Source: an optimization exercise on an open RTL-to-GDS flow (aim: small area, a short achievable clock period and few clock cycles per item). Production flows keep margins and buffers that such runs may drop.
RTL that was checked went through simulation tests only; none was proved equivalent to the original.
For run 1, only the layout was checked, not whether the RTL still works.

--- config.mk ---
export PLATFORM = sky130hd
export DESIGN_NAME = sx_tag_engine
export DESIGN_NICKNAME = sx_tag_engine
export VERILOG_FILES = /design/flow/design.v
export SDC_FILE = /design/flow/constraint.sdc
export NUM_CORES = 8
export LEC_CHECK = 0
export CAP_MARGIN = 20
export CELL_PAD_IN_SITES_DETAIL_PLACEMENT = 1
export CORE_MARGIN = 2
export CORE_UTILIZATION = 30
export PLACE_DENSITY = 0.5
export SETUP_SLACK_MARGIN = 2.5
export SLEW_MARGIN = 20
export SYNTH_HIERARCHICAL = 1
export SYNTH_MINIMUM_KEEP_SIZE = 0
--- constraint.sdc ---
create_clock -name core_clock -period 8.0 [get_ports {clk}]
set_input_delay 1.6000 -clock core_clock [delete_from_list [all_inputs] [get_ports {clk}]]
set_output_delay 1.6000 -clock core_clock [all_outputs]
set_load 0.01 [all_outputs]
--- design.v ---
module sb_xor  (input wire a, input wire b, output wire y); assign y = a ^ b;    endmodule
module sb_xnor (input wire a, input wire b, output wire y); assign y = ~(a ^ b); endmodule
module sb_nand (input wire a, input wire b, output wire y); assign y = ~(a & b); endmodule
module sb_nandb (input wire a, input wire b_n, output wire y); assign y = ~(a & ~b_n); endmodule
module sb_mux  (input wire s, input wire a0, input wire a1, output wire y); assign y = s ? a1 : a0; endmodule
module sb_f00001011 (input wire a, input wire b, input wire c, output wire y);
  wire [7:0] t = 8'b11010000;   
  assign y = t[{a, b, c}];
endmodule
module sb_f00010100 (input wire a, input wire b, input wire c, output wire y);
  wire [7:0] t = 8'b00101000;   
  assign y = t[{a, b, c}];
endmodule
module sb_f00110101 (input wire a, input wire b, input wire c, output wire y);
  wire [7:0] t = 8'b10101100;   
  assign y = t[{a, b, c}];
endmodule
module sb_f00110111 (input wire a, input wire b, input wire c, output wire y);
  wire [7:0] t = 8'b11101100;   
  assign y = t[{a, b, c}];
endmodule
module sb_f00111001 (input wire a, input wire b, input wire c, output wire y);
  wire [7:0] t = 8'b10011100;   
  assign y = t[{a, b, c}];
endmodule
module sb_f01000001 (input wire a, input wire b, input wire c, output wire y);
  wire [7:0] t = 8'b10000010;   
  assign y = t[{a, b, c}];
endmodule
module sb_f10101111 (input wire a, input wire b, input wire c, output wire y);
  wire [7:0] t = 8'b11110101;   
  assign y = t[{a, b, c}];
endmodule
module sb_f11011101 (input wire a, input wire b, input wire c, output wire y);
  wire [7:0] t = 8'b10111011;   
  assign y = t[{a, b, c}];
endmodule
module aes_sbox (
  input  wire [7:0] a,
  output wire [7:0] y
);
  wire U0 = a[7], U1 = a[6], U2 = a[5], U3 = a[4];
  wire U4 = a[3], U5 = a[2], U6 = a[1], U7 = a[0];
  wire T1, T2, T3, T4, T5, T6, T7, T8, T9, T10, T11, T12;
  wire T13, T14, T15, T16, T17, T18, T19, T20, T21, T22, T23, T24;
  wire T25, T26, T27, n_M1, n_M2, n_M4, n_M6, n_M7, n_M9, n_M11, n_M12, n_M14;
  wire M13, Q0, Q1, M20, Q2, Q3, Q8, M21, Q4, Q5, M22, Q6;
  wire Q7, Q9, M23, M37p, M37r, M37, M38p, M38r, M38, M39p, M39r, M39;
  wire M40p, M40r, M40, A0, A1, A2, A3, A4, A5, A6, A7, A8;
  wire A9, A10, A11, A12, A13, A14, A15, A16, A17, A18, A19, A20;
  wire A21, A22, A23, A24, A25, A26, A27, A28, A29, n_P0_37, n_P0_38, n_P0_39;
  wire n_P0_40, n_P1_37, n_P1_38, n_P1_39, n_P1_40, n_P2_37, n_P2_38, n_P2_39, n_P2_40, n_P3_37, n_P3_38, n_P3_39;
  wire n_P3_40, n_P4_37, n_P4_38, n_P4_39, n_P4_40, n_P5_37, n_P5_38, n_P5_39, n_P5_40, n_P6_37, n_P6_38, n_P6_39;
  wire n_P6_40, n_P7_37, n_P7_38, n_P7_39, n_P7_40, Z0, W0, Z1, W1, Z2, W2, Z3;
  wire W3, Z4, W4, Z5, W5, Z6, W6, Z7, W7;
  wire Y0, Y1, Y2, Y3, Y4, Y5, Y6, Y7;
  sb_xor g0 (.a(U0), .b(U3), .y(T1));
  sb_xor g1 (.a(U0), .b(U5), .y(T2));
  sb_xor g2 (.a(U0), .b(U6), .y(T3));
  sb_xor g3 (.a(U3), .b(U5), .y(T4));
  sb_xor g4 (.a(U4), .b(U6), .y(T5));
  sb_xor g5 (.a(T1), .b(T5), .y(T6));
  sb_xor g6 (.a(U1), .b(U2), .y(T7));
  sb_xor g7 (.a(U7), .b(T6), .y(T8));
  sb_xor g8 (.a(U7), .b(T7), .y(T9));
  sb_xor g9 (.a(T6), .b(T7), .y(T10));
  sb_xor g10 (.a(U1), .b(U5), .y(T11));
  sb_xor g11 (.a(U2), .b(U5), .y(T12));
  sb_xor g12 (.a(T3), .b(T4), .y(T13));
  sb_xor g13 (.a(T6), .b(T11), .y(T14));
  sb_xor g14 (.a(T5), .b(T11), .y(T15));
  sb_xor g15 (.a(T5), .b(T12), .y(T16));
  sb_xor g16 (.a(T9), .b(T16), .y(T17));
  sb_xor g17 (.a(U3), .b(U7), .y(T18));
  sb_xor g18 (.a(T7), .b(T18), .y(T19));
  sb_xor g19 (.a(T1), .b(T19), .y(T20));
  sb_xor g20 (.a(U6), .b(U7), .y(T21));
  sb_xor g21 (.a(T7), .b(T21), .y(T22));
  sb_xor g22 (.a(T2), .b(T22), .y(T23));
  sb_xor g23 (.a(T2), .b(T10), .y(T24));
  sb_xor g24 (.a(T20), .b(T17), .y(T25));
  sb_xor g25 (.a(T3), .b(T16), .y(T26));
  sb_xor g26 (.a(T1), .b(T12), .y(T27));
  sb_nand g27 (.a(T13), .b(T6), .y(n_M1));
  sb_nand g28 (.a(T23), .b(T8), .y(n_M2));
  sb_nand g29 (.a(T19), .b(U7), .y(n_M4));
  sb_nand g30 (.a(T3), .b(T16), .y(n_M6));
  sb_nand g31 (.a(T22), .b(T9), .y(n_M7));
  sb_nand g32 (.a(T20), .b(T17), .y(n_M9));
  sb_nand g33 (.a(T1), .b(T15), .y(n_M11));
  sb_nand g34 (.a(T4), .b(T27), .y(n_M12));
  sb_nand g35 (.a(T2), .b(T10), .y(n_M14));
  sb_xor g36 (.a(n_M12), .b(n_M11), .y(M13));
  sb_xnor g37 (.a(T14), .b(n_M1), .y(Q0));
  sb_xnor g38 (.a(n_M2), .b(M13), .y(Q1));
  sb_xor g39 (.a(Q0), .b(Q1), .y(M20));
  sb_xor g40 (.a(n_M4), .b(n_M1), .y(Q2));
  sb_xnor g41 (.a(Q2), .b(n_M14), .y(Q3));
  sb_xnor g42 (.a(n_M11), .b(T24), .y(Q8));
  sb_xor g43 (.a(Q3), .b(Q8), .y(M21));
  sb_xnor g44 (.a(T26), .b(n_M6), .y(Q4));
  sb_xnor g45 (.a(n_M7), .b(M13), .y(Q5));
  sb_xor g46 (.a(Q4), .b(Q5), .y(M22));
  sb_xor g47 (.a(n_M6), .b(n_M11), .y(Q6));
  sb_xor g48 (.a(Q6), .b(T25), .y(Q7));
  sb_xor g49 (.a(n_M9), .b(n_M14), .y(Q9));
  sb_xor g50 (.a(Q7), .b(Q9), .y(M23));
  sb_f00110111 g51 (.a(M20), .b(M21), .c(M22), .y(M37p));
  sb_f00001011 g52 (.a(M20), .b(M21), .c(M22), .y(M37r));
  sb_mux g53 (.s(M23), .a0(M37p), .a1(M37r), .y(M37));
  sb_f00111001 g54 (.a(M20), .b(M21), .c(M22), .y(M38p));
  sb_f00110101 g55 (.a(M20), .b(M21), .c(M22), .y(M38r));
  sb_mux g56 (.s(M23), .a0(M38p), .a1(M38r), .y(M38));
  sb_f00010100 g57 (.a(M20), .b(M21), .c(M22), .y(M39p));
  sb_f11011101 g58 (.a(M20), .b(M21), .c(M22), .y(M39r));
  sb_mux g59 (.s(M23), .a0(M39p), .a1(M39r), .y(M39));
  sb_f01000001 g60 (.a(M20), .b(M21), .c(M22), .y(M40p));
  sb_f10101111 g61 (.a(M20), .b(M21), .c(M22), .y(M40r));
  sb_mux g62 (.s(M23), .a0(M40p), .a1(M40r), .y(M40));
  sb_xor g63 (.a(T4), .b(T11), .y(A0));
  sb_xor g64 (.a(T14), .b(T24), .y(A1));
  sb_xor g65 (.a(T25), .b(A0), .y(A2));
  sb_xor g66 (.a(T8), .b(A0), .y(A3));
  sb_xor g67 (.a(U1), .b(T8), .y(A4));
  sb_xor g68 (.a(T26), .b(A3), .y(A5));
  sb_xor g69 (.a(T14), .b(T22), .y(A6));
  sb_xor g70 (.a(U4), .b(T23), .y(A7));
  sb_xor g71 (.a(T25), .b(A6), .y(A8));
  sb_xor g72 (.a(T9), .b(A3), .y(A9));
  sb_xor g73 (.a(A7), .b(A8), .y(A10));
  sb_xor g74 (.a(T19), .b(T21), .y(A11));
  sb_xor g75 (.a(T27), .b(A7), .y(A12));
  sb_xor g76 (.a(T21), .b(A5), .y(A13));
  sb_xor g77 (.a(T5), .b(A4), .y(A14));
  sb_xor g78 (.a(A5), .b(A6), .y(A15));
  sb_xor g79 (.a(T26), .b(A14), .y(A16));
  sb_xor g80 (.a(U1), .b(A5), .y(A17));
  sb_xor g81 (.a(T10), .b(A11), .y(A18));
  sb_xor g82 (.a(A7), .b(A9), .y(A19));
  sb_xor g83 (.a(T17), .b(A0), .y(A20));
  sb_xor g84 (.a(T4), .b(T9), .y(A21));
  sb_xor g85 (.a(A18), .b(A20), .y(A22));
  sb_xor g86 (.a(T13), .b(A11), .y(A23));
  sb_xor g87 (.a(A18), .b(A21), .y(A24));
  sb_xor g88 (.a(T15), .b(T24), .y(A25));
  sb_xor g89 (.a(T12), .b(A9), .y(A26));
  sb_xor g90 (.a(T23), .b(A6), .y(A27));
  sb_xor g91 (.a(U0), .b(A0), .y(A28));
  sb_xor g92 (.a(T11), .b(T26), .y(A29));
  sb_nand g93 (.a(M37), .b(A0), .y(n_P0_37));
  sb_nand g94 (.a(M38), .b(A7), .y(n_P0_38));
  sb_nand g95 (.a(M39), .b(A29), .y(n_P0_39));
  sb_nand g96 (.a(M40), .b(A14), .y(n_P0_40));
  sb_nand g97 (.a(M37), .b(T24), .y(n_P1_37));
  sb_nand g98 (.a(M38), .b(A1), .y(n_P1_38));
  sb_nand g99 (.a(M39), .b(A11), .y(n_P1_39));
  sb_nand g100 (.a(M40), .b(A28), .y(n_P1_40));
  sb_nand g101 (.a(M37), .b(A6), .y(n_P2_37));
  sb_nand g102 (.a(M38), .b(A10), .y(n_P2_38));
  sb_nand g103 (.a(M39), .b(A19), .y(n_P2_39));
  sb_nand g104 (.a(M40), .b(A23), .y(n_P2_40));
  sb_nand g105 (.a(M37), .b(A9), .y(n_P3_37));
  sb_nand g106 (.a(M38), .b(A12), .y(n_P3_38));
  sb_nand g107 (.a(M39), .b(A18), .y(n_P3_39));
  sb_nand g108 (.a(M40), .b(A13), .y(n_P3_40));
  sb_nand g109 (.a(M37), .b(A3), .y(n_P4_37));
  sb_nand g110 (.a(M38), .b(A21), .y(n_P4_38));
  sb_nand g111 (.a(M39), .b(A8), .y(n_P4_39));
  sb_nand g112 (.a(M40), .b(A2), .y(n_P4_40));
  sb_nand g113 (.a(M37), .b(A16), .y(n_P5_37));
  sb_nand g114 (.a(M38), .b(A22), .y(n_P5_38));
  sb_nand g115 (.a(M39), .b(A15), .y(n_P5_39));
  sb_nand g116 (.a(M40), .b(A17), .y(n_P5_40));
  sb_nand g117 (.a(M37), .b(A24), .y(n_P6_37));
  sb_nand g118 (.a(M38), .b(A15), .y(n_P6_38));
  sb_nand g119 (.a(M39), .b(A25), .y(n_P6_39));
  sb_nand g120 (.a(M40), .b(A27), .y(n_P6_40));
  sb_nand g121 (.a(M37), .b(A5), .y(n_P7_37));
  sb_nand g122 (.a(M38), .b(A4), .y(n_P7_38));
  sb_nand g123 (.a(M39), .b(A20), .y(n_P7_39));
  sb_nand g124 (.a(M40), .b(A26), .y(n_P7_40));
  sb_xor g125 (.a(n_P0_37), .b(n_P0_38), .y(Z0));
  sb_xor g126 (.a(n_P0_39), .b(n_P0_40), .y(W0));
  sb_xor g127 (.a(Z0), .b(W0), .y(Y0));
  sb_xor g128 (.a(n_P1_37), .b(n_P1_38), .y(Z1));
  sb_xor g129 (.a(n_P1_39), .b(n_P1_40), .y(W1));
  sb_xnor g130 (.a(Z1), .b(W1), .y(Y1));
  sb_xor g131 (.a(n_P2_37), .b(n_P2_38), .y(Z2));
  sb_xor g132 (.a(n_P2_39), .b(n_P2_40), .y(W2));
  sb_xnor g133 (.a(Z2), .b(W2), .y(Y2));
  sb_xor g134 (.a(n_P3_37), .b(n_P3_38), .y(Z3));
  sb_xor g135 (.a(n_P3_39), .b(n_P3_40), .y(W3));
  sb_xor g136 (.a(Z3), .b(W3), .y(Y3));
  sb_xor g137 (.a(n_P4_37), .b(n_P4_38), .y(Z4));
  sb_xor g138 (.a(n_P4_39), .b(n_P4_40), .y(W4));
  sb_xor g139 (.a(Z4), .b(W4), .y(Y4));
  sb_xor g140 (.a(n_P5_37), .b(n_P5_38), .y(Z5));
  sb_xor g141 (.a(n_P5_39), .b(n_P5_40), .y(W5));
  sb_xor g142 (.a(Z5), .b(W5), .y(Y5));
  sb_xor g143 (.a(n_P6_37), .b(n_P6_38), .y(Z6));
  sb_xor g144 (.a(n_P6_39), .b(n_P6_40), .y(W6));
  sb_xnor g145 (.a(Z6), .b(W6), .y(Y6));
  sb_xor g146 (.a(n_P7_37), .b(n_P7_38), .y(Z7));
  sb_xor g147 (.a(n_P7_39), .b(n_P7_40), .y(W7));
  sb_xnor g148 (.a(Z7), .b(W7), .y(Y7));
  assign y = {Y0, Y1, Y2, Y3, Y4, Y5, Y6, Y7};
endmodule
module aes_sbox_d (
  input  wire [7:0] a,
  output wire [7:0] y,
  output wire [7:0] y2
);
  wire U0 = a[7], U1 = a[6], U2 = a[5], U3 = a[4];
  wire U4 = a[3], U5 = a[2], U6 = a[1], U7 = a[0];
  wire T1, T2, T3, T4, T5, T6, T7, T8, T9, T10, T11, T12;
  wire T13, T14, T15, T16, T17, T18, T19, T20, T21, T22, T23, T24;
  wire T25, T26, T27, n_M1, n_M2, n_M4, n_M6, n_M7, n_M9, n_M11, n_M12, n_M14;
  wire M13, Q0, Q1, M20, Q2, Q3, Q8, M21, Q4, Q5, M22, Q6;
  wire Q7, Q9, M23, M37p, M37r, M37, M38p, M38r, M38, M39p, M39r, M39;
  wire M40p, M40r, M40, A0, A1, A2, A3, A4, A5, A6, A7, A8;
  wire A9, A10, A11, A12, A13, A14, A15, A16, A17, A18, A19, A20;
  wire A21, A22, A23, A24, A25, A26, A27, A28, A29, n_P0_37, n_P0_38, n_P0_39;
  wire n_P0_40, n_P1_37, n_P1_38, n_P1_39, n_P1_40, n_P2_37, n_P2_38, n_P2_39, n_P2_40, n_P3_37, n_P3_38, n_P3_39;
  wire n_P3_40, n_P4_37, n_P4_38, n_P4_39, n_P4_40, n_P5_37, n_P5_38, n_P5_39, n_P5_40, n_P6_37, n_P6_38, n_P6_39;
  wire n_P6_40, n_P7_37, n_P7_38, n_P7_39, n_P7_40, Z0, W0, Z1, W1, Z2, W2, Z3;
  wire W3, Z4, W4, Z5, W5, Z6, W6, Z7, W7;
  wire Y0, Y1, Y2, Y3, Y4, Y5, Y6, Y7;
  sb_xor g0 (.a(U0), .b(U3), .y(T1));
  sb_xor g1 (.a(U0), .b(U5), .y(T2));
  sb_xor g2 (.a(U0), .b(U6), .y(T3));
  sb_xor g3 (.a(U3), .b(U5), .y(T4));
  sb_xor g4 (.a(U4), .b(U6), .y(T5));
  sb_xor g5 (.a(T1), .b(T5), .y(T6));
  sb_xor g6 (.a(U1), .b(U2), .y(T7));
  sb_xor g7 (.a(U7), .b(T6), .y(T8));
  sb_xor g8 (.a(U7), .b(T7), .y(T9));
  sb_xor g9 (.a(T6), .b(T7), .y(T10));
  sb_xor g10 (.a(U1), .b(U5), .y(T11));
  sb_xor g11 (.a(U2), .b(U5), .y(T12));
  sb_xor g12 (.a(T3), .b(T4), .y(T13));
  sb_xor g13 (.a(T6), .b(T11), .y(T14));
  sb_xor g14 (.a(T5), .b(T11), .y(T15));
  sb_xor g15 (.a(T5), .b(T12), .y(T16));
  sb_xor g16 (.a(T9), .b(T16), .y(T17));
  sb_xor g17 (.a(U3), .b(U7), .y(T18));
  sb_xor g18 (.a(T7), .b(T18), .y(T19));
  sb_xor g19 (.a(T1), .b(T19), .y(T20));
  sb_xor g20 (.a(U6), .b(U7), .y(T21));
  sb_xor g21 (.a(T7), .b(T21), .y(T22));
  sb_xor g22 (.a(T2), .b(T22), .y(T23));
  sb_xor g23 (.a(T2), .b(T10), .y(T24));
  sb_xor g24 (.a(T20), .b(T17), .y(T25));
  sb_xor g25 (.a(T3), .b(T16), .y(T26));
  sb_xor g26 (.a(T1), .b(T12), .y(T27));
  sb_nand g27 (.a(T13), .b(T6), .y(n_M1));
  sb_nand g28 (.a(T23), .b(T8), .y(n_M2));
  sb_nand g29 (.a(T19), .b(U7), .y(n_M4));
  sb_nand g30 (.a(T3), .b(T16), .y(n_M6));
  sb_nand g31 (.a(T22), .b(T9), .y(n_M7));
  sb_nand g32 (.a(T20), .b(T17), .y(n_M9));
  sb_nand g33 (.a(T1), .b(T15), .y(n_M11));
  sb_nand g34 (.a(T4), .b(T27), .y(n_M12));
  sb_nand g35 (.a(T2), .b(T10), .y(n_M14));
  sb_xor g36 (.a(n_M12), .b(n_M11), .y(M13));
  sb_xnor g37 (.a(T14), .b(n_M1), .y(Q0));
  sb_xnor g38 (.a(n_M2), .b(M13), .y(Q1));
  sb_xor g39 (.a(Q0), .b(Q1), .y(M20));
  sb_xor g40 (.a(n_M4), .b(n_M1), .y(Q2));
  sb_xnor g41 (.a(Q2), .b(n_M14), .y(Q3));
  sb_xnor g42 (.a(n_M11), .b(T24), .y(Q8));
  sb_xor g43 (.a(Q3), .b(Q8), .y(M21));
  sb_xnor g44 (.a(T26), .b(n_M6), .y(Q4));
  sb_xnor g45 (.a(n_M7), .b(M13), .y(Q5));
  sb_xor g46 (.a(Q4), .b(Q5), .y(M22));
  sb_xor g47 (.a(n_M6), .b(n_M11), .y(Q6));
  sb_xor g48 (.a(Q6), .b(T25), .y(Q7));
  sb_xor g49 (.a(n_M9), .b(n_M14), .y(Q9));
  sb_xor g50 (.a(Q7), .b(Q9), .y(M23));
  sb_f00110111 g51 (.a(M20), .b(M21), .c(M22), .y(M37p));
  sb_f00001011 g52 (.a(M20), .b(M21), .c(M22), .y(M37r));
  sb_mux g53 (.s(M23), .a0(M37p), .a1(M37r), .y(M37));
  sb_f00111001 g54 (.a(M20), .b(M21), .c(M22), .y(M38p));
  sb_f00110101 g55 (.a(M20), .b(M21), .c(M22), .y(M38r));
  sb_mux g56 (.s(M23), .a0(M38p), .a1(M38r), .y(M38));
  sb_f00010100 g57 (.a(M20), .b(M21), .c(M22), .y(M39p));
  sb_f11011101 g58 (.a(M20), .b(M21), .c(M22), .y(M39r));
  sb_mux g59 (.s(M23), .a0(M39p), .a1(M39r), .y(M39));
  sb_f01000001 g60 (.a(M20), .b(M21), .c(M22), .y(M40p));
  sb_f10101111 g61 (.a(M20), .b(M21), .c(M22), .y(M40r));
  sb_mux g62 (.s(M23), .a0(M40p), .a1(M40r), .y(M40));
  sb_xor g63 (.a(T4), .b(T11), .y(A0));
  sb_xor g64 (.a(T14), .b(T24), .y(A1));
  sb_xor g65 (.a(T25), .b(A0), .y(A2));
  sb_xor g66 (.a(T8), .b(A0), .y(A3));
  sb_xor g67 (.a(U1), .b(T8), .y(A4));
  sb_xor g68 (.a(T26), .b(A3), .y(A5));
  sb_xor g69 (.a(T14), .b(T22), .y(A6));
  sb_xor g70 (.a(U4), .b(T23), .y(A7));
  sb_xor g71 (.a(T25), .b(A6), .y(A8));
  sb_xor g72 (.a(T9), .b(A3), .y(A9));
  sb_xor g73 (.a(A7), .b(A8), .y(A10));
  sb_xor g74 (.a(T19), .b(T21), .y(A11));
  sb_xor g75 (.a(T27), .b(A7), .y(A12));
  sb_xor g76 (.a(T21), .b(A5), .y(A13));
  sb_xor g77 (.a(T5), .b(A4), .y(A14));
  sb_xor g78 (.a(A5), .b(A6), .y(A15));
  sb_xor g79 (.a(T26), .b(A14), .y(A16));
  sb_xor g80 (.a(U1), .b(A5), .y(A17));
  sb_xor g81 (.a(T10), .b(A11), .y(A18));
  sb_xor g82 (.a(A7), .b(A9), .y(A19));
  sb_xor g83 (.a(T17), .b(A0), .y(A20));
  sb_xor g84 (.a(T4), .b(T9), .y(A21));
  sb_xor g85 (.a(A18), .b(A20), .y(A22));
  sb_xor g86 (.a(T13), .b(A11), .y(A23));
  sb_xor g87 (.a(A18), .b(A21), .y(A24));
  sb_xor g88 (.a(T15), .b(T24), .y(A25));
  sb_xor g89 (.a(T12), .b(A9), .y(A26));
  sb_xor g90 (.a(T23), .b(A6), .y(A27));
  sb_xor g91 (.a(U0), .b(A0), .y(A28));
  sb_xor g92 (.a(T11), .b(T26), .y(A29));
  sb_nand g93 (.a(M37), .b(A0), .y(n_P0_37));
  sb_nand g94 (.a(M38), .b(A7), .y(n_P0_38));
  sb_nand g95 (.a(M39), .b(A29), .y(n_P0_39));
  sb_nand g96 (.a(M40), .b(A14), .y(n_P0_40));
  sb_nand g97 (.a(M37), .b(T24), .y(n_P1_37));
  sb_nand g98 (.a(M38), .b(A1), .y(n_P1_38));
  sb_nand g99 (.a(M39), .b(A11), .y(n_P1_39));
  sb_nand g100 (.a(M40), .b(A28), .y(n_P1_40));
  sb_nand g101 (.a(M37), .b(A6), .y(n_P2_37));
  sb_nand g102 (.a(M38), .b(A10), .y(n_P2_38));
  sb_nand g103 (.a(M39), .b(A19), .y(n_P2_39));
  sb_nand g104 (.a(M40), .b(A23), .y(n_P2_40));
  sb_nand g105 (.a(M37), .b(A9), .y(n_P3_37));
  sb_nand g106 (.a(M38), .b(A12), .y(n_P3_38));
  sb_nand g107 (.a(M39), .b(A18), .y(n_P3_39));
  sb_nand g108 (.a(M40), .b(A13), .y(n_P3_40));
  sb_nand g109 (.a(M37), .b(A3), .y(n_P4_37));
  sb_nand g110 (.a(M38), .b(A21), .y(n_P4_38));
  sb_nand g111 (.a(M39), .b(A8), .y(n_P4_39));
  sb_nand g112 (.a(M40), .b(A2), .y(n_P4_40));
  sb_nand g113 (.a(M37), .b(A16), .y(n_P5_37));
  sb_nand g114 (.a(M38), .b(A22), .y(n_P5_38));
  sb_nand g115 (.a(M39), .b(A15), .y(n_P5_39));
  sb_nand g116 (.a(M40), .b(A17), .y(n_P5_40));
  sb_nand g117 (.a(M37), .b(A24), .y(n_P6_37));
  sb_nand g118 (.a(M38), .b(A15), .y(n_P6_38));
  sb_nand g119 (.a(M39), .b(A25), .y(n_P6_39));
  sb_nand g120 (.a(M40), .b(A27), .y(n_P6_40));
  sb_nand g121 (.a(M37), .b(A5), .y(n_P7_37));
  sb_nand g122 (.a(M38), .b(A4), .y(n_P7_38));
  sb_nand g123 (.a(M39), .b(A20), .y(n_P7_39));
  sb_nand g124 (.a(M40), .b(A26), .y(n_P7_40));
  sb_xor g125 (.a(n_P0_37), .b(n_P0_38), .y(Z0));
  sb_xor g126 (.a(n_P0_39), .b(n_P0_40), .y(W0));
  sb_xor g127 (.a(Z0), .b(W0), .y(Y0));
  sb_xor g128 (.a(n_P1_37), .b(n_P1_38), .y(Z1));
  sb_xor g129 (.a(n_P1_39), .b(n_P1_40), .y(W1));
  sb_xnor g130 (.a(Z1), .b(W1), .y(Y1));
  sb_xor g131 (.a(n_P2_37), .b(n_P2_38), .y(Z2));
  sb_xor g132 (.a(n_P2_39), .b(n_P2_40), .y(W2));
  sb_xnor g133 (.a(Z2), .b(W2), .y(Y2));
  sb_xor g134 (.a(n_P3_37), .b(n_P3_38), .y(Z3));
  sb_xor g135 (.a(n_P3_39), .b(n_P3_40), .y(W3));
  sb_xor g136 (.a(Z3), .b(W3), .y(Y3));
  sb_xor g137 (.a(n_P4_37), .b(n_P4_38), .y(Z4));
  sb_xor g138 (.a(n_P4_39), .b(n_P4_40), .y(W4));
  sb_xor g139 (.a(Z4), .b(W4), .y(Y4));
  sb_xor g140 (.a(n_P5_37), .b(n_P5_38), .y(Z5));
  sb_xor g141 (.a(n_P5_39), .b(n_P5_40), .y(W5));
  sb_xor g142 (.a(Z5), .b(W5), .y(Y5));
  sb_xor g143 (.a(n_P6_37), .b(n_P6_38), .y(Z6));
  sb_xor g144 (.a(n_P6_39), .b(n_P6_40), .y(W6));
  sb_xnor g145 (.a(Z6), .b(W6), .y(Y6));
  sb_xor g146 (.a(n_P7_37), .b(n_P7_38), .y(Z7));
  sb_xor g147 (.a(n_P7_39), .b(n_P7_40), .y(W7));
  sb_xnor g148 (.a(Z7), .b(W7), .y(Y7));
  assign y = {Y0, Y1, Y2, Y3, Y4, Y5, Y6, Y7};
  wire R0, R1, R2, R3, R4, R5, R6, R7;
  sb_xor d127 (.a(Z0), .b(W0), .y(R0));
  sb_xnor d130 (.a(Z1), .b(W1), .y(R1));
  sb_xnor d133 (.a(Z2), .b(W2), .y(R2));
  sb_xor d136 (.a(Z3), .b(W3), .y(R3));
  sb_xor d139 (.a(Z4), .b(W4), .y(R4));
  sb_xor d142 (.a(Z5), .b(W5), .y(R5));
  sb_xnor d145 (.a(Z6), .b(W6), .y(R6));
  sb_xnor d148 (.a(Z7), .b(W7), .y(R7));
  assign y2 = {R0, R1, R2, R3, R4, R5, R6, R7};
endmodule
module aes_round (
  input  wire [127:0] st,
  input  wire [127:0] rk,
  input  wire [7:0]   rcon,
  output wire [127:0] sr,
  output wire [127:0] mc,
  output wire [127:0] next_rk,
  output wire [127:0] kp,        
  output wire [31:0]  ksw        
);
  genvar i, j;
  wire [31:0] w0 = rk[127:96];
  wire [31:0] w1 = rk[95:64];
  wire [31:0] w2 = rk[63:32];
  wire [31:0] w3 = rk[31:0];
  wire [31:0] sw;                        
  aes_sbox ks0 (.a(w3[23:16]), .y(sw[31:24]));
  aes_sbox ks1 (.a(w3[15:8]),  .y(sw[23:16]));
  aes_sbox ks2 (.a(w3[7:0]),   .y(sw[15:8]));
  aes_sbox ks3 (.a(w3[31:24]), .y(sw[7:0]));
  wire [31:0] p0  = w0 ^ {rcon, 24'h0};
  wire [31:0] p1  = p0 ^ w1;
  wire [31:0] p2  = p0 ^ (w1 ^ w2);
  wire [31:0] p3  = (p0 ^ w1) ^ (w2 ^ w3);
  assign kp = {p0, p1, p2, p3};
  assign ksw = sw;
  generate
    for (i = 0; i < 128; i = i + 1) begin : g_ks
      sb_xor xk (.a(kp[i]), .b(sw[i % 32]), .y(next_rk[i]));
    end
  endgenerate
  wire [7:0]   sb [0:15];
  wire [7:0]   sb2 [0:15];
  wire [127:0] srm;
  generate
    for (i = 0; i < 16; i = i + 1) begin : g_sub
      aes_sbox_d sbx (.a(st[127 - 8*i -: 8]), .y(sb[i]), .y2(sb2[i]));
      assign srm[127 - 8*i -: 8] = sb[(i % 4) + 4 * (((i / 4) + (i % 4)) % 4)];
      assign sr[127 - 8*i -: 8]  = sb2[(i % 4) + 4 * (((i / 4) + (i % 4)) % 4)];
    end
  endgenerate
  genvar k, b;
  generate
    for (i = 0; i < 4; i = i + 1) begin : g_mix
      wire [31:0] a = srm[127 - 32*i -: 32];
      wire [31:0] d;                           
      wire [31:0] t;                           
      wire [31:0] x;                           
      wire [31:0] o;                           
      for (k = 0; k < 4; k = k + 1) begin : g_byte
        for (b = 0; b < 8; b = b + 1) begin : g_bit
          sb_xor xd (.a(a[8*(3-k) + b]), .b(a[8*(3-(k+1)%4) + b]), .y(d[8*(3-k) + b]));
          sb_xor xt (.a(a[8*(3-(k+1)%4) + b]), .b(d[8*(3-(k+2)%4) + b]), .y(t[8*(3-k) + b]));
          if (b == 0) begin : g_x0
            assign x[8*(3-k)] = d[8*(3-k) + 7];
          end else if (b == 1 || b == 3 || b == 4) begin : g_xr
            sb_xor xr (.a(d[8*(3-k) + b - 1]), .b(d[8*(3-k) + 7]), .y(x[8*(3-k) + b]));
          end else begin : g_xs
            assign x[8*(3-k) + b] = d[8*(3-k) + b - 1];
          end
          sb_xor xo (.a(x[8*(3-k) + b]), .b(t[8*(3-k) + b]), .y(o[8*(3-k) + b]));
        end
      end
      assign mc[127 - 32*i -: 32] = o;
    end
  endgenerate
endmodule
module kx_sel (
  input  wire [127:0] v,
  input  wire         s0,      
  input  wire         s1,      
  input  wire         s2,      
  output wire [127:0] y_n
);
  wire [127:0] d1 = {v[126:0], 1'b0} ^ (v[127] ? 128'h87 : 128'h0);
  wire [127:0] d2 = {d1[126:0], 1'b0} ^ (d1[127] ? 128'h87 : 128'h0);
  assign y_n = ~(({128{s0}} & v) | ({128{s1}} & d1) | ({128{s2}} & d2));
endmodule
module st_next (
  input  wire         g,
  input  wire [127:0] m,
  input  wire [127:0] r_n,
  input  wire [127:0] q,
  output wire [127:0] y
);
  wire [127:0] f, nm;
  genvar i;
  generate
    for (i = 0; i < 128; i = i + 1) begin : g_bit
      sb_xnor xf (.a(r_n[i]), .b(q[i]), .y(f[i]));
      sb_nand gm (.a(g), .b(m[i]), .y(nm[i]));
      sb_xnor xy (.a(nm[i]), .b(f[i]), .y(y[i]));
    end
  endgenerate
endmodule
module sx_tag_engine (
  input  wire         clk,
  input  wire         rst,         
  input  wire         start,
  output wire         ready,
  input  wire [127:0] key,
  input  wire [63:0]  uid,
  input  wire [15:0]  acmd,
  input  wire [31:0]  acnt,
  input  wire [15:0]  alen,
  input  wire [63:0]  atag,
  input  wire         in_valid,
  output wire         in_ready,
  input  wire [15:0]  in_data,
  output reg          done,
  output wire [63:0]  tag,
  output wire         match
);
  localparam [1:0] P_IDLE = 2'd0,    
                   P_MSG  = 2'd1,    
                   P_L    = 2'd2,    
                   P_FIN  = 2'd3;    
  reg  [1:0]   ph;
  reg  [127:0] st;         
  reg  [127:0] rk;         
  reg  [127:0] blk;        
  reg  [3:0]   rnd;        
  reg          last;       
  reg  [15:0]  wrem;       
  reg          wz;         
  reg  [2:0]   wpos;       
  reg          bfull;      
  reg  [7:0] rcon;
  always @(*) begin
    case (rnd)
      4'd1:    rcon = 8'h01;
      4'd2:    rcon = 8'h02;
      4'd3:    rcon = 8'h04;
      4'd4:    rcon = 8'h08;
      4'd5:    rcon = 8'h10;
      4'd6:    rcon = 8'h20;
      4'd7:    rcon = 8'h40;
      4'd8:    rcon = 8'h80;
      4'd9:    rcon = 8'h1b;
      default: rcon = 8'h36;
    endcase
  end
  wire [127:0] sr, mc, nrk, kp;
  wire [31:0]  ksw;
  aes_round u_round (.st(st), .rk(rk), .rcon(rcon), .sr(sr), .mc(mc), .next_rk(nrk),
                     .kp(kp), .ksw(ksw));
  wire [127:0] hdr  = {uid, acmd, acnt, alen};
  wire         full = (alen[3:0] == 4'd0);   
  wire [127:0] mask = full ? {128{1'b1}} : ~({128{1'b1}} >> (8 * alen[3:0]));
  wire [127:0] pad  = full ? 128'd0 : ({8'h80, 120'd0} >> (8 * alen[3:0]));
  wire   idle     = (ph == P_IDLE);
  wire   go       = idle && start;
  wire   alen0    = (alen == 16'd0);
  assign ready    = idle;
  assign in_ready = !idle && !wz && !bfull;
  wire   take     = in_valid && in_ready;
  wire   adv      = !idle && (!last || ph != P_MSG || bfull);
  wire   lastmsg  = last && ph == P_MSG;
  reg  [1:0]  ph_n;
  reg  [3:0]  rnd_n;
  reg         last_n, bfull_n, wz_n, done_n;
  reg  [2:0]  wpos_n;
  reg  [15:0] wrem_n;
  always @(*) begin
    ph_n = ph; rnd_n = rnd; last_n = last; bfull_n = bfull; wz_n = wz;
    wpos_n = wpos; wrem_n = wrem; done_n = 1'b0;
    if (go) begin
      rnd_n   = 4'd1;
      last_n  = 1'b0;
      wrem_n  = {1'b0, alen[15:1]} + {15'd0, alen[0]};
      wz_n    = alen0;
      wpos_n  = 3'd0;
      bfull_n = 1'b0;
      ph_n    = alen0 ? P_L : P_MSG;
    end else if (adv) begin
      rnd_n  = last ? 4'd1 : rnd + 4'd1;
      last_n = (rnd == 4'd9);
      if (last) begin
        case (ph)
          P_MSG: begin
            bfull_n = 1'b0;
            if (wz) ph_n = P_L;
          end
          P_L:   ph_n = P_FIN;
          default: begin              
            done_n = 1'b1;
            ph_n   = P_IDLE;
          end
        endcase
      end
    end
    if (take) begin
      wpos_n = wpos + 3'd1;
      wrem_n = wrem - 16'd1;
      wz_n   = (wrem == 16'd1);
      if (wpos == 3'd7 || wrem == 16'd1) bfull_n = 1'b1;
    end
    if (rst) begin
      ph_n   = P_IDLE;
      done_n = 1'b0;
    end
  end
  wire   idle_n   = (ph_n == P_IDLE);
  wire   adv_n    = !idle_n && (!last_n || ph_n != P_MSG || bfull_n);
  wire   lmsg_n   = adv_n && last_n && ph_n == P_MSG;
  wire   ll_n     = adv_n && last_n && ph_n == P_L;
  reg    use_mc, use_rn, use_s0, use_k1, use_k2, use_kr, use_b, use_hr, hold,
         ld_key, to_l;
  always @(posedge clk) begin
    use_mc <= adv_n && !last_n;
    use_rn <= adv_n && last_n && (ph_n == P_FIN || (ph_n == P_MSG && !wz_n));
    use_s0 <= adv_n && (!last_n || ph_n == P_FIN || (ph_n == P_MSG && !wz_n));
    use_k1 <= ll_n && full;
    use_k2 <= ll_n && !full;
    use_kr <= lmsg_n || ll_n;
    use_b  <= (lmsg_n && !wz_n) || (ll_n && !alen0);
    use_hr <= ll_n && alen0;
    hold   <= !idle_n && !adv_n;
    ld_key <= adv_n && last_n;
    to_l   <= lmsg_n && wz_n;
  end
  wire   use_k    = go || use_kr;
  wire   use_h    = (go && !alen0) || use_hr;
  wire [127:0] rk_term_n, sr_term_n, st_d;
  kx_sel u_kr (.v(nrk), .s0(use_s0), .s1(use_k1), .s2(use_k2), .y_n(rk_term_n));
  kx_sel u_ks (.v(sr),  .s0(use_rn),           .s1(use_k1), .s2(use_k2), .y_n(sr_term_n));
  wire [127:0] early = ({128{use_k}} & key)
                     ^ (({128{use_b}} & blk) | ({128{use_h}} & hdr) | ({128{hold}} & st));
  wire [127:0] q = ~sr_term_n ^ early;
  st_next u_next (.g(use_mc), .m(mc), .r_n(rk_term_n), .q(q), .y(st_d));
  assign tag = st[127:64];
  reg  [7:0] mpart;
  assign match = &mpart;
  wire [127:0] blk_e = ph[1] ? 128'd0 : ((blk & mask) ^ pad);
  wire [127:0] bx1, blk_x;
  genvar i;
  generate
    for (i = 0; i < 128; i = i + 1) begin : g_bx
      sb_xor xb1 (.a(sr[i]), .b(blk_e[i]), .y(bx1[i]));
      sb_xor xb2 (.a(bx1[i]), .b(nrk[i]), .y(blk_x[i]));
    end
  endgenerate
  always @(posedge clk) begin
    ph    <= ph_n;
    done  <= done_n;
    rnd   <= rnd_n;
    last  <= last_n;
    bfull <= bfull_n;
    wz    <= wz_n;
    wpos  <= wpos_n;
    wrem  <= wrem_n;
  end
  integer n;
  always @(posedge clk) begin
    st <= st_d;
    rk <= ({128{go || ld_key}} & key) | ({128{use_mc}} & nrk) | ({128{hold}} & rk);
    if (take)
      blk[127 - 16*wpos -: 16] <= {in_data[7:0], in_data[15:8]};
    else if (to_l)
      blk <= blk_x;
    for (n = 0; n < 8; n = n + 1)
      mpart[n] <= (blk_x[64 + 8*n +: 8] == atag[8*n +: 8]);
  end
endmodule
--- flow/run.sh ---
#!/bin/bash
# The standard layout (standard.sh), with one change: the port buffers that
# global placement adds are sky130_fd_sc_hd__buf_1 instead of the delay buffer
# buffer_ports picks by itself.  The whole output goes to standard.log here.
set -euo pipefail
export BUFFER_PORTS_ARGS="-buffer_cell sky130_fd_sc_hd__buf_1"
bash standard.sh > standard.log 2>&1
--- standard.sh ---
#!/bin/bash
# synth_recipe.tcl (not shown) runs the flow's synth.tcl, then flattens the netlist and writes it again
# the make line also repeats each setting of config.mk as NAME=value (left out here)
make -C /OpenROAD-flow-scripts/flow DESIGN_CONFIG=/design/flow/config.mk WORK_HOME=/design/flow/orfs CLKGATE_MAP_FILE= SYNTH_SCRIPT=/design/flow/synth_recipe.tcl "${@:-finish}"
==> out/qor.txt, run 1 <==
Die X-Extent - 467 um
GR Overflow Total - 0
Hold_buf cts - 0
WL final - 336000 um
Worst-case clock skew - 0.0474 ns
Final setup TNS - 0 ns
Detailed-route wire length per cell - 31.8 um
First-pass GRT wire length - 462000 um
R2R setup slack - 2.45 ns
CP Class - input pin to flop
CP Data Arrival Time - 6.21 ns
Iteration-0 DRC count of the detailed router - 8582
Sink Count - 440
Yosys warns - 8
Chip height - 467 um
Post-Syn Instances - 7582
CORE AREA - 213000 sq um
Hold slack - 0.526 ns
Mapped cell area - 64200 sq um
Syn Area/Cell - 8.47 sq um
Residual DRC count - 0
RSZ-0062 raised after global routing - no
ANT nets after route - 0
CP Max Fanout - 40
Actual slew at the worst max-slew pin - 1.29 ns
HPWL after DPL - 263000 um
Leading cell type in the layout, fill and taps excluded - xor2_1
Minimum clock period - 5.60 ns
Total CTS buffers - 61
CTS tree - done
Die area - 218000 sq um
Max-cap violations - 0
Worst setup EP type - flop
Synth Net Count - 7947
Pins Over Slew Limit - 0
Nets - 8044
Final GP Congestion - 1.03
Skew-Pair Late Insertion Delay - 0.74 ns
Drt via density - 5.60
Slew HR - 0.142
Number of port buffers - 407
Critical Path RT - 8.61 ns
Fin crit share - 0.699
Critical Path Start Type - input pin
Pre-antenna DRT Iters - 14
Hold crit path type - flop to flop
Row cnt - 169
Run status - timing/DRC/antenna clean
IO Count - 408
Initial antenna violation count - 23
Root Buffer - clkbuf_16
Starting density of the core - 0.302
Setup-failing EPs final - 0
Pin count of the biggest net entering global routing - 134
Area grow syn2layout - 17.3%
Number of global-route vias before repair - 59219
Most frequent cells in the layout - 2258 x xor2_1, 1121 x nand2_1, 776 x xnor2_1, 512 x a222oi_1, 445 x xor2_2
Max clock buf depth - 3
F_max - 179 MHz
Clock H-tree levels - 2
Clock slew at the register clock pins of the worst setup and hold paths - 0.06 ns
Layout cells sized above 1 - 0.156
Fin. Hold Viols - 0
Worst R2R Path Depth - 14
Global Route Usage Sum - 0.295
Total number of vias - 59223
Number of stages on the worst hold path - 2
## layout make-up
type	count	area, sq um
Inverter	193	724
Tap cell	2821	3530
Multi-Input combinational cell	6325	54800
Sequential cell	440	10500
Antenna cell	26	65.1
Clock inverter	30	307
Timing Repair Buffer	658	3650
Fill cell	24660	137000
Clock buffer	86	1790
## worst max-delay path: stages
cell	delay [ns]
clkdlybuf4s15_2	0.41
inv_1	0.34
ha_2	0.48
nor3b_4	0.29
nand4_2	0.24
nand3_2	0.19
nand2b_4	0.53
buf_6	0.49
a222oi_1	0.83
xnor2_1	0.19
xnor2_1	0.20
xnor2_2	0.32
## state kept, by name, indices dropped and copies added (netlist names), 2 cells and up
signal,flops
rnd,4
rcon,8
ph,2
mpart,8
wrem,16
st,128
rk,128
blk,128
wpos,3
## metrics by stage
| stage | util | area, sq um | instances | worst slack (ns) |
|---|---|---|---|---|
| floorplan | - | 64200 | 7582 | 2.95 |
| global placement | 0.314 | 66600 | 10312 | 0.870 |
| detailed placement | 0.314 | 66700 | 10313 | 0.870 |
| CTS | 0.340 | 72200 | 10473 | 2.46 |
| global route | 0.354 | 75300 | 10555 | 2.42 |
| finish | 0.355 | 75300 | 10579 | 2.40 |
## final timing paths
path / start / to
hold reg to reg: rk[62]$_DFF_P_ / rk[62]$_DFF_P_
setup reg to reg: st[1]$_DFF_P_ / st[101]$_DFF_P_
setup / recovery: alen[1] / st[99]$_DFF_P_
hold / removal: rk[62]$_DFF_P_ / rk[62]$_DFF_P_
## per-layer routing
layer  track usage  vias up  part of all wire
met2         0.437     3373              0.43
met1         0.374    30208              0.39
li1              -    24896                 -
met5             0        -           0.00027
met4         0.217       12             0.084
met3        0.0643      734             0.096
## repair_timing
item,4_1_cts,5_1_grt
pin swaps,46,53
resized for setup,421,346
hold endpoints to repair,0,0
setup endpoints to repair,324,194
setup buffers,44,79
==> inputs of run 2 (changes only) <==
--- a/design.v
+++ b/design.v
@@ -390,33 +390,32 @@
   input  wire [127:0] st,
   input  wire [127:0] rk,
   input  wire [7:0]   rcon,
+  input  wire [31:0]  sw,
+  input  wire [31:0]  ks_in,
   output wire [127:0] sr,
   output wire [127:0] mc,
   output wire [127:0] next_rk,
-  output wire [127:0] kp,        
-  output wire [31:0]  ksw        
+  output wire [31:0]  sw_next
 );
   genvar i, j;
   wire [31:0] w0 = rk[127:96];
   wire [31:0] w1 = rk[95:64];
   wire [31:0] w2 = rk[63:32];
   wire [31:0] w3 = rk[31:0];
-  wire [31:0] sw;                        
-  aes_sbox ks0 (.a(w3[23:16]), .y(sw[31:24]));
-  aes_sbox ks1 (.a(w3[15:8]),  .y(sw[23:16]));
-  aes_sbox ks2 (.a(w3[7:0]),   .y(sw[15:8]));
-  aes_sbox ks3 (.a(w3[31:24]), .y(sw[7:0]));
   wire [31:0] p0  = w0 ^ {rcon, 24'h0};
   wire [31:0] p1  = p0 ^ w1;
   wire [31:0] p2  = p0 ^ (w1 ^ w2);
   wire [31:0] p3  = (p0 ^ w1) ^ (w2 ^ w3);
-  assign kp = {p0, p1, p2, p3};
-  assign ksw = sw;
+  wire [127:0] kp = {p0, p1, p2, p3};
   generate
     for (i = 0; i < 128; i = i + 1) begin : g_ks
       sb_xor xk (.a(kp[i]), .b(sw[i % 32]), .y(next_rk[i]));
     end
   endgenerate
+  aes_sbox ks0 (.a(ks_in[23:16]), .y(sw_next[31:24]));
+  aes_sbox ks1 (.a(ks_in[15:8]),  .y(sw_next[23:16]));
+  aes_sbox ks2 (.a(ks_in[7:0]),   .y(sw_next[15:8]));
+  aes_sbox ks3 (.a(ks_in[31:24]), .y(sw_next[7:0]));
   wire [7:0]   sb [0:15];
   wire [7:0]   sb2 [0:15];
   wire [127:0] srm;
@@ -454,6 +453,7 @@
   endgenerate
 endmodule
 module kx_sel (
+  input  wire [127:0] k,
   input  wire [127:0] v,
   input  wire         s0,      
   input  wire         s1,      
@@ -462,25 +462,35 @@
 );
   wire [127:0] d1 = {v[126:0], 1'b0} ^ (v[127] ? 128'h87 : 128'h0);
   wire [127:0] d2 = {d1[126:0], 1'b0} ^ (d1[127] ? 128'h87 : 128'h0);
-  assign y_n = ~(({128{s0}} & v) | ({128{s1}} & d1) | ({128{s2}} & d2));
+  assign y_n = ~(({128{s0}} & k) | ({128{s1}} & d1) | ({128{s2}} & d2));
 endmodule
 module st_next (
   input  wire         g,
   input  wire [127:0] m,
-  input  wire [127:0] r_n,
-  input  wire [127:0] q,
+  input  wire [127:0] b_n,
+  input  wire         r,
+  input  wire [127:0] s,
+  input  wire [127:0] e,
   output wire [127:0] y
 );
-  wire [127:0] f, nm;
+  wire [127:0] a, j, h, nm;
   genvar i;
   generate
     for (i = 0; i < 128; i = i + 1) begin : g_bit
-      sb_xnor xf (.a(r_n[i]), .b(q[i]), .y(f[i]));
-      sb_nand gm (.a(g), .b(m[i]), .y(nm[i]));
-      sb_xnor xy (.a(nm[i]), .b(f[i]), .y(y[i]));
+      sb_nand ga (.a(r), .b(s[i]), .y(a[i]));           
+      sb_xnor xj (.a(a[i]), .b(e[i]), .y(j[i]));        
+      sb_xnor xh (.a(b_n[i]), .b(j[i]), .y(h[i]));      
+      sb_nand gm (.a(g), .b(m[i]), .y(nm[i]));          
+      sb_xnor xy (.a(nm[i]), .b(h[i]), .y(y[i]));       
     end
   endgenerate
 endmodule
+module is_zero16 (
+  input  wire [15:0] a,
+  output wire        z
+);
+  assign z = ~|a;
+endmodule
 module sx_tag_engine (
   input  wire         clk,
   input  wire         rst,         
@@ -509,7 +519,8 @@
   reg  [127:0] blk;        
   reg  [3:0]   rnd;        
   reg          last;       
-  reg  [15:0]  wrem;       
+  reg  [14:0]  wrem;       
+  reg          wodd;       
   reg          wz;         
   reg  [2:0]   wpos;       
   reg          bfull;      
@@ -528,34 +539,39 @@
       default: rcon = 8'h36;
     endcase
   end
-  wire [127:0] sr, mc, nrk, kp;
-  wire [31:0]  ksw;
-  aes_round u_round (.st(st), .rk(rk), .rcon(rcon), .sr(sr), .mc(mc), .next_rk(nrk),
-                     .kp(kp), .ksw(ksw));
+  reg  [31:0]  swr;
+  wire [127:0] sr, mc, nrk;
+  wire [31:0]  sw_next;
+  wire [31:0]  ks_in;
+  aes_round u_round (.st(st), .rk(rk), .rcon(rcon), .sw(swr), .ks_in(ks_in),
+                     .sr(sr), .mc(mc), .next_rk(nrk), .sw_next(sw_next));
   wire [127:0] hdr  = {uid, acmd, acnt, alen};
   wire         full = (alen[3:0] == 4'd0);   
   wire [127:0] mask = full ? {128{1'b1}} : ~({128{1'b1}} >> (8 * alen[3:0]));
   wire [127:0] pad  = full ? 128'd0 : ({8'h80, 120'd0} >> (8 * alen[3:0]));
   wire   idle     = (ph == P_IDLE);
   wire   go       = idle && start;
-  wire   alen0    = (alen == 16'd0);
+  wire   alen0;
+  is_zero16 u_alen0 (.a(alen), .z(alen0));
   assign ready    = idle;
   assign in_ready = !idle && !wz && !bfull;
   wire   take     = in_valid && in_ready;
   wire   adv      = !idle && (!last || ph != P_MSG || bfull);
   wire   lastmsg  = last && ph == P_MSG;
+  wire   wone     = (wrem == 15'd1 && !wodd) || (wrem == 15'd0 && wodd);
   reg  [1:0]  ph_n;
   reg  [3:0]  rnd_n;
-  reg         last_n, bfull_n, wz_n, done_n;
+  reg         last_n, bfull_n, wz_n, done_n, wodd_n;
   reg  [2:0]  wpos_n;
-  reg  [15:0] wrem_n;
+  reg  [14:0] wrem_n;
   always @(*) begin
     ph_n = ph; rnd_n = rnd; last_n = last; bfull_n = bfull; wz_n = wz;
-    wpos_n = wpos; wrem_n = wrem; done_n = 1'b0;
+    wpos_n = wpos; wrem_n = wrem; wodd_n = wodd; done_n = 1'b0;
     if (go) begin
       rnd_n   = 4'd1;
       last_n  = 1'b0;
-      wrem_n  = {1'b0, alen[15:1]} + {15'd0, alen[0]};
+      wrem_n  = alen[15:1];
+      wodd_n  = alen[0];
       wz_n    = alen0;
       wpos_n  = 3'd0;
       bfull_n = 1'b0;
@@ -579,9 +595,10 @@
     end
     if (take) begin
       wpos_n = wpos + 3'd1;
-      wrem_n = wrem - 16'd1;
-      wz_n   = (wrem == 16'd1);
-      if (wpos == 3'd7 || wrem == 16'd1) bfull_n = 1'b1;
+      if (wrem != 15'd0) wrem_n = wrem - 15'd1;
+      else               wodd_n = 1'b0;
+      wz_n   = wone;
+      if (wpos == 3'd7 || wone) bfull_n = 1'b1;
     end
     if (rst) begin
       ph_n   = P_IDLE;
@@ -608,19 +625,19 @@
     to_l   <= lmsg_n && wz_n;
   end
   wire   use_k    = go || use_kr;
+  assign ks_in    = (idle || ld_key) ? key[31:0] : nrk[31:0];
   wire   use_h    = (go && !alen0) || use_hr;
-  wire [127:0] rk_term_n, sr_term_n, st_d;
-  kx_sel u_kr (.v(nrk), .s0(use_s0), .s1(use_k1), .s2(use_k2), .y_n(rk_term_n));
-  kx_sel u_ks (.v(sr),  .s0(use_rn),           .s1(use_k1), .s2(use_k2), .y_n(sr_term_n));
+  wire [127:0] kx_n, st_d;
+  wire [127:0] blk_x;
+  kx_sel u_kx (.k(nrk), .v(blk_x), .s0(use_s0), .s1(use_k1), .s2(use_k2), .y_n(kx_n));
   wire [127:0] early = ({128{use_k}} & key)
                      ^ (({128{use_b}} & blk) | ({128{use_h}} & hdr) | ({128{hold}} & st));
-  wire [127:0] q = ~sr_term_n ^ early;
-  st_next u_next (.g(use_mc), .m(mc), .r_n(rk_term_n), .q(q), .y(st_d));
+  st_next u_next (.g(use_mc), .m(mc), .b_n(kx_n), .r(use_rn), .s(sr), .e(early), .y(st_d));
   assign tag = st[127:64];
   reg  [7:0] mpart;
   assign match = &mpart;
   wire [127:0] blk_e = ph[1] ? 128'd0 : ((blk & mask) ^ pad);
-  wire [127:0] bx1, blk_x;
+  wire [127:0] bx1;
   genvar i;
   generate
     for (i = 0; i < 128; i = i + 1) begin : g_bx
@@ -637,11 +654,13 @@
     wz    <= wz_n;
     wpos  <= wpos_n;
     wrem  <= wrem_n;
+    wodd  <= wodd_n;
   end
   integer n;
   always @(posedge clk) begin
     st <= st_d;
     rk <= ({128{go || ld_key}} & key) | ({128{use_mc}} & nrk) | ({128{hold}} & rk);
+    swr <= hold ? swr : sw_next;
     if (take)
       blk[127 - 16*wpos -: 16] <= {in_data[7:0], in_data[15:8]};
     else if (to_l)
--- a/config.mk
+++ b/config.mk
@@ -10,7 +10,7 @@
 export CORE_MARGIN = 2
 export CORE_UTILIZATION = 30
 export PLACE_DENSITY = 0.5
-export SETUP_SLACK_MARGIN = 2.5
+export SETUP_SLACK_MARGIN = 2.75
 export SLEW_MARGIN = 20
 export SYNTH_HIERARCHICAL = 1
 export SYNTH_MINIMUM_KEEP_SIZE = 0
==> run 2 against run 1 <==
  * Final cell count is 0.76% higher
  * Clock skew is 0.0028 ns higher
  * Sequential cell count is 32 higher
  * Critical path type is now flop to flop
  * Sequential share of layout area is 0.80 points higher
  * Area after synthesis is 0.18% lower
  * Global-route usage is 0.82 points lower
  * Maximum frequency is 6.9% higher
  * Highest routed layer unchanged
  * Worst setup slack better by 0.36 ns
==> out/qor.txt, run 2 <==
Slowest-stage cell, CP - xor2_1
Dpl cells - 10330
GR Overflow Total - 0
Iteration-0 DRC count of the detailed router - 8237
Top-area cell type share of the netlist area - 0.378
Die X-Extent - 466 um
Row cnt - 169
Mapped cell area - 64100 sq um
Post-synthesis cell type count - 84
Final GP Congestion - 0.989
CP Max Fanout - 6
Critical Path Start Type - flop
Run status - timing/DRC/antenna clean
Cell with the most instances after synthesis - xor2_1
CTS tree - done
Final setup TNS - 0 ns
Regs by FF count - blk x128, rk x128, st x128
Number of port buffers - 407
Total number of vias - 57824
IO Count - 408
Setup-failing EPs final - 0
Max clock buf depth - 3
Fin cells - 10659
CORE AREA - 212000 sq um
RSZ-0062 raised after global routing - yes
Leading cell type in the layout, fill and taps excluded - xor2_1
First-pass GRT wire length - 448000 um
Synth Net Count - 7940
Hold_buf cts - 0
Detailed-route wire length per cell - 30.6 um
Cell type with the largest total area after synthesis - xor2_1
Worst setup EP type - flop
Pin count of the biggest net entering global routing - 136
Yosys reg bits - 472
Slew HR - 0.0909
Critical Path Most Common Cell - xor2_1
Skew-Pair Late Insertion Delay - 0.71 ns
Chip height - 466 um
Post-synth top flop - dfxtp_1
Top cells by area, synth - xor2_1 38%, xnor2_1 11%, dfxtp_1 9.6%
ANT nets after route - 0
WL final - 326000 um
Pins Over Slew Limit - 0
CP Data Arrival Time - 5.83 ns
Crit. Startpoint - st[122]$_DFF_P_
Clock slew at the register clock pins of the worst setup and hold paths - 0.06 ns
Async S/R FF share, synth - 0
Minimum clock period - 5.24 ns
Nets - 8114
F_max - 191 MHz
Most frequent cells in the layout - 2152 x xor2_1, 1240 x nand2_1, 752 x xnor2_1, 530 x xor2_2, 406 x buf_1
Total CTS buffers - 69
EDFF count, synth - 163
Clock H-tree levels - 3
Max-cap violations - 0
CP peak stage delay - 0.64 ns
Actual slew at the worst max-slew pin - 1.36 ns
FILL cells - 24797
Synth top cells by count - 2764 x xor2_1, 1241 x nand2_1, 798 x xnor2_1
Fin. Hold Viols - 0
CP Cell Sequence - xor2_2 -> xor2_1 -> xor2_1 -> xor2_1 -> xor2_1 -> nand2_1 -> xor2_1 -> xor2_1 -> xor2_1 -> xor2_1 -> a222oi_1 -> xnor2_1 -> xnor2_1
Hold slack - 0.503 ns
Worst-case clock skew - 0.0501 ns
Pre-antenna DRT Iters - 12
Syn Area/Cell - 8.45 sq um
Post-Syn Instances - 7585
Sink Count - 472
Die area - 217000 sq um
Number of global-route vias before repair - 58158
Layout cells sized above 1 - 0.179
Starting density of the core - 0.302
Sequential area share after synthesis - 0.173
Fin crit share - 0.655
Critical Path RT - 8.59 ns
Area grow syn2layout - 19.7%
Placed Area - 66900 sq um
Residual DRC count - 0
CP Class - flop to flop
R2R Path Start - st[122]$_DFF_P_
HPWL after DPL - 251000 um
R2R setup slack - 2.76 ns
Root Buffer - clkbuf_16
Hold crit path type - flop to flop
Drt via density - 5.42
Hold_sp - rk[29]$_DFF_P_
Initial antenna violation count - 42
Yosys warns - 8
Global Route Usage Sum - 0.286
Cell area after layout - 76700 sq um
-- run 2: modules after synthesis, one instance, submodules excluded, a selection --
module	copies in the design	cells inside	area (sq um)
aes_sbox	4	8	60.1
sb_f00111001	20	2	30.0
sb_f00110101	20	1	15.0
sb_f01000001	20	2	15.0
sb_mux	80	1	15.0
sb_f00001011	20	2	11.3
-- run 2: cells by family after synthesis --
kind of cell | Yosys count | synth area share
AO/OA/AOI/OAI | 654 | 0.0932
flip-flops | 472 | 0.173
adder cells (fa/ha/maj) | 15 | 0.00293
buffers and inverters | 776 | 0.0670
XOR/XNOR | 3624 | 0.506
AND/OR/NAND/NOR | 1906 | 0.128
multiplexers | 138 | 0.0301
-- run 2: what timing repair did --
action	in CTS	in global routing
resized for setup	464	385
buffers inserted	73	105
pin swaps	52	68
hold endpoints to repair	0	0
endpoints found under the setup margin	272	186
-- run 2: metrics by stage --
stage,setup WS [ns],util
floorplan,2.76,-
global placement,0.999,0.315
detailed placement,1.09,0.315
CTS,2.67,0.343
global route,2.63,0.361
finish,2.76,0.361
-- run 2: per-layer routing --
layer  vias to the layer above  global-route usage  part of all wire
met5                         -                   0           0.00049
met4                        22               0.200             0.079
met3                       722              0.0621             0.094
met2                      3143               0.422              0.43
met1                     29327               0.371              0.40
li1                      24610                   -                 -
-- run 2: critical path: cells and delay by family (launching register included) --
kind | cells | cell delay [ns]
DFF | 1 | 0.44
xor gates and xnor gates | 11 | 4.36
and+or+nand+nor | 1 | 0.11
AOI/OAI and AO/OA | 1 | 0.20
-- run 2: worst paths after layout --
check / to / depth (start not counted)
worst max register to register: st[124]$_DFF_P_ / 13
worst min register to register: rk[29]$_DFF_P_ / 2
worst max-delay path: st[124]$_DFF_P_ / 13
worst min-delay path: rk[29]$_DFF_P_ / 2
-- run 2: area by class of cell --
cell class	count	area, sq um	area share
Sequential cell	472	11300	0.147
Inverter	189	709	0.00925
Timing Repair Buffer	690	3890	0.0507
Clock inverter	19	203	0.00264
Tap cell	2821	3530	0.0460
Clock buffer	107	2050	0.0267
Antenna cell	24	60.1	0.000783
Multi-Input combinational cell	6337	55000	0.717
Testbench counts of run 2, summed over its fixed seeds: cycles 13,264, items 256.
==> inputs of run 3 (changes only) <==
--- a/config.mk
+++ b/config.mk
@@ -10,7 +10,7 @@
 export CORE_MARGIN = 2
 export CORE_UTILIZATION = 30
 export PLACE_DENSITY = 0.5
-export SETUP_SLACK_MARGIN = 2.75
+export SETUP_SLACK_MARGIN = 2.5
 export SLEW_MARGIN = 20
 export SYNTH_HIERARCHICAL = 1
 export SYNTH_MINIMUM_KEEP_SIZE = 0
==> run 3 against run 2 <==
  * Routed wire length fell by 0.61%
  * Final cell count down 1.0%
  * Core utilization down 1.7 points
  * Clock skew rose by 0.0027 ns
  * Sequential share of layout area grew 0.61 points
  * Critical endpoint is now swr[11]$_DFFE_PN_
  * Synthesized cell count stayed put
  * Non-clock buffer count fell by 99
  * Largest cell class unchanged
==> out/qor.txt, run 3 <==
Syn Area/Cell - 8.45 sq um
Leading cell type in the layout, fill and taps excluded - xor2_1
Number of global-route vias before repair - 57646
Minimum clock period - 5.44 ns
GR Overflow Total - 0
Worst-case clock skew - 0.0528 ns
EDFF count, synth - 163
CP Class - flop to flop
Crit. Startpoint - rk[64]$_DFF_P_
Area grow syn2layout - 14.0%
ANT nets after route - 0
Max-cap violations - 0
CP Data Arrival Time - 5.88 ns
Critical Path RT - 8.44 ns
Die X-Extent - 466 um
Cell type with the largest total area after synthesis - xor2_1
Nets - 8013
Pin count of the biggest net entering global routing - 137
Cell with the most instances after synthesis - xor2_1
Yosys warns - 8
Setup-failing EPs final - 0
Hold crit path type - flop to flop
Row cnt - 169
Hold_sp - rk[31]$_DFF_P_
Sink Count - 472
Initial antenna violation count - 39
Worst setup EP type - flop
WL final - 325000 um
RSZ-0062 raised after global routing - yes
Post-synthesis cell type count - 84
Mapped cell area - 64100 sq um
Most frequent cells in the layout - 2367 x xor2_1, 1241 x nand2_1, 769 x xnor2_1, 406 x buf_1, 388 x xor2_2
Actual slew at the worst max-slew pin - 1.28 ns
Pre-antenna DRT Iters - 11
F_max - 184 MHz
Detailed-route wire length per cell - 30.8 um
Synth top cells by count - 2764 x xor2_1, 1241 x nand2_1, 798 x xnor2_1
HPWL after DPL - 251000 um
Drt via density - 5.49
Layout cells sized above 1 - 0.134
Top cells by area, synth - xor2_1 38%, xnor2_1 11%, dfxtp_1 9.6%
R2R Path Start - rk[64]$_DFF_P_
Fin. Hold Viols - 0
Skew-Pair Late Insertion Delay - 0.73 ns
Regs by FF count - blk x128, rk x128, st x128
Chip height - 466 um
Total CTS buffers - 67
Final setup TNS - 0 ns
Number of port buffers - 407
Dpl cells - 10328
Fin crit share - 0.680
Slew HR - 0.144
Global Route Usage Sum - 0.285
CP Max Fanout - 8
CORE AREA - 212000 sq um
Root Buffer - clkbuf_16
Post-Syn Instances - 7585
Top-area cell type share of the netlist area - 0.378
Critical Path Start Type - flop
Residual DRC count - 0
CTS tree - done
Final GP Congestion - 0.982
Clock slew at the register clock pins of the worst setup and hold paths - 0.06 ns
Sequential area share after synthesis - 0.173
Starting density of the core - 0.302
First-pass GRT wire length - 446000 um
Synth Net Count - 7940
IO Count - 408
Post-synth top flop - dfxtp_1
Iteration-0 DRC count of the detailed router - 8356
Max clock buf depth - 3
Die area - 217000 sq um
Total number of vias - 57881
Run status - timing/DRC/antenna clean
Fin cells - 10548
Async S/R FF share, synth - 0
Yosys reg bits - 472
Clock H-tree levels - 3
Pins Over Slew Limit - 0
-- run 3: cell counts after synthesis --
Identical to the previous run, type by type.
-- run 3: area by class of cell --
type / count / area [sq um]
repair buffers: 591 / 3050
inverters: 189 / 709
clock buffers: 92 / 1910
multi-input cells: 6337 / 52400
clock inverters: 31 / 298
well taps: 2821 / 3530
diodes: 15 / 37.5
flip-flops and latches: 472 / 11200
fillers: 24957 / 139000
-- run 3: worst max-delay path, cell delays in order (launching register included) --
cell     delay [ns]
dfxtp_1        0.37
xnor2_4        0.45
xnor3_1        0.30
xor2_1         0.51
mux2_2         0.40
xor2_1         0.44
xor2_1         0.38
xor2_1         0.36
nand2_1        0.12
xnor2_1        0.29
xor2_2         0.43
mux2_4         0.34
mux2_4         0.32
nand2_1        0.10
xor2_1         0.23
xor2_1         0.10
-- run 3: cell families after synthesis --
kind of cell,Yosys count,share of synthesized area
AO/OA/AOI/OAI,654,0.0932
XOR/XNOR,3624,0.506
adder cells (fa/ha/maj),15,0.00293
buffers and inverters,776,0.0670
flip-flops,472,0.173
multiplexers,138,0.0301
AND/OR/NAND/NOR,1906,0.128
-- run 3: what timing repair did --
| item | 4_1_cts | 5_1_grt |
|---|---|---|
| cloned | 0 | 0 |
| endpoints found under the setup margin | 219 | 175 |
| pin swaps | 21 | 32 |
| gates resized for setup | 263 | 243 |
| hold buffers | 0 | 0 |
| setup buffers | 17 | 65 |
-- run 3: stage by stage --
| stage | util | setup slack, ns | instance area (sq um) | hold slack, ns |
|---|---|---|---|---|
| after floorplan | - | 2.45 | 64100 | 0.449 |
| after global placement | 0.314 | 1.27 | 66700 | 0.466 |
| after detailed placement | 0.314 | 1.29 | 66700 | 0.481 |
| after CTS | 0.334 | 2.40 | 70800 | 0.492 |
| after global routing | 0.344 | 2.41 | 73100 | 0.526 |
| final | 0.344 | 2.56 | 73100 | 0.497 |
-- run 3: per-module statistics from Yosys, one instance, submodules excluded, a selection --
module	copies in the design	cell area (sq um)
sb_f01000001	20	15.0
sb_f10101111	20	6.26
sb_f00110111	20	7.51
kx_sel	1	1530
sx_tag_engine	1	23000
sb_f11011101	20	6.26
is_zero16	1	33.8
sb_xor	2600	8.76
aes_sbox_d	16	120
sb_f00001011	20	11.3
sb_nand	1076	3.75
sb_f00110101	20	15.0
sb_mux	80	15.0
sb_f00010100	20	15.0
aes_sbox	4	60.1
-- run 3: metal layers --
layer  GRT usage  part of all wire  up-vias
met5           0            0.0011        -
met4       0.174             0.070       42
met3      0.0664             0.099      705
met2       0.423              0.43     3260
met1       0.372              0.40    29312
li1            -                 -    24562
-- run 3: worst paths after layout --
kind                            slack (ns)           endpoint  cells past startpoint
worst min-delay path                  0.50     rk[31]$_DFF_P_                      2
worst min register to register        0.50     rk[31]$_DFF_P_                      2
worst max register to register        2.56  swr[11]$_DFFE_PN_                     15
worst max-delay path                  2.56  swr[11]$_DFFE_PN_                     15

-- afterwards: timing with drivers on the ports --
The flow's constraints put no driver on any port. The routed layouts listed below were extracted and timed again, unchanged, in two steps. Step 1 sets driving cells, clkbuf_16 on the clock port and buf_2 on the other inputs (assumed; they add their load-dependent delay and slew). Step 2 also shifts input and output timing later by t, the mid clock arrival at the registers, as if the neighbouring blocks saw the same clock. Three values: ideal, step 1, step 2; two values: the first two.
run | t, ns | slack for setup (ns) | cell pins on the clock port's net
run 1 | 0.810 | 2.404 / 2.453 / 1.661 | 1
run 2 | 0.775 | 2.763 / 2.763 / 2.327 | 1
run 3 | 0.791 | 2.559 / 2.559 / 1.936 | 1
After both steps every run listed still meets setup and hold. The setup slack of run 1, which loses most, moves by +0.049 ns with the drivers and by -0.743 ns with both steps.
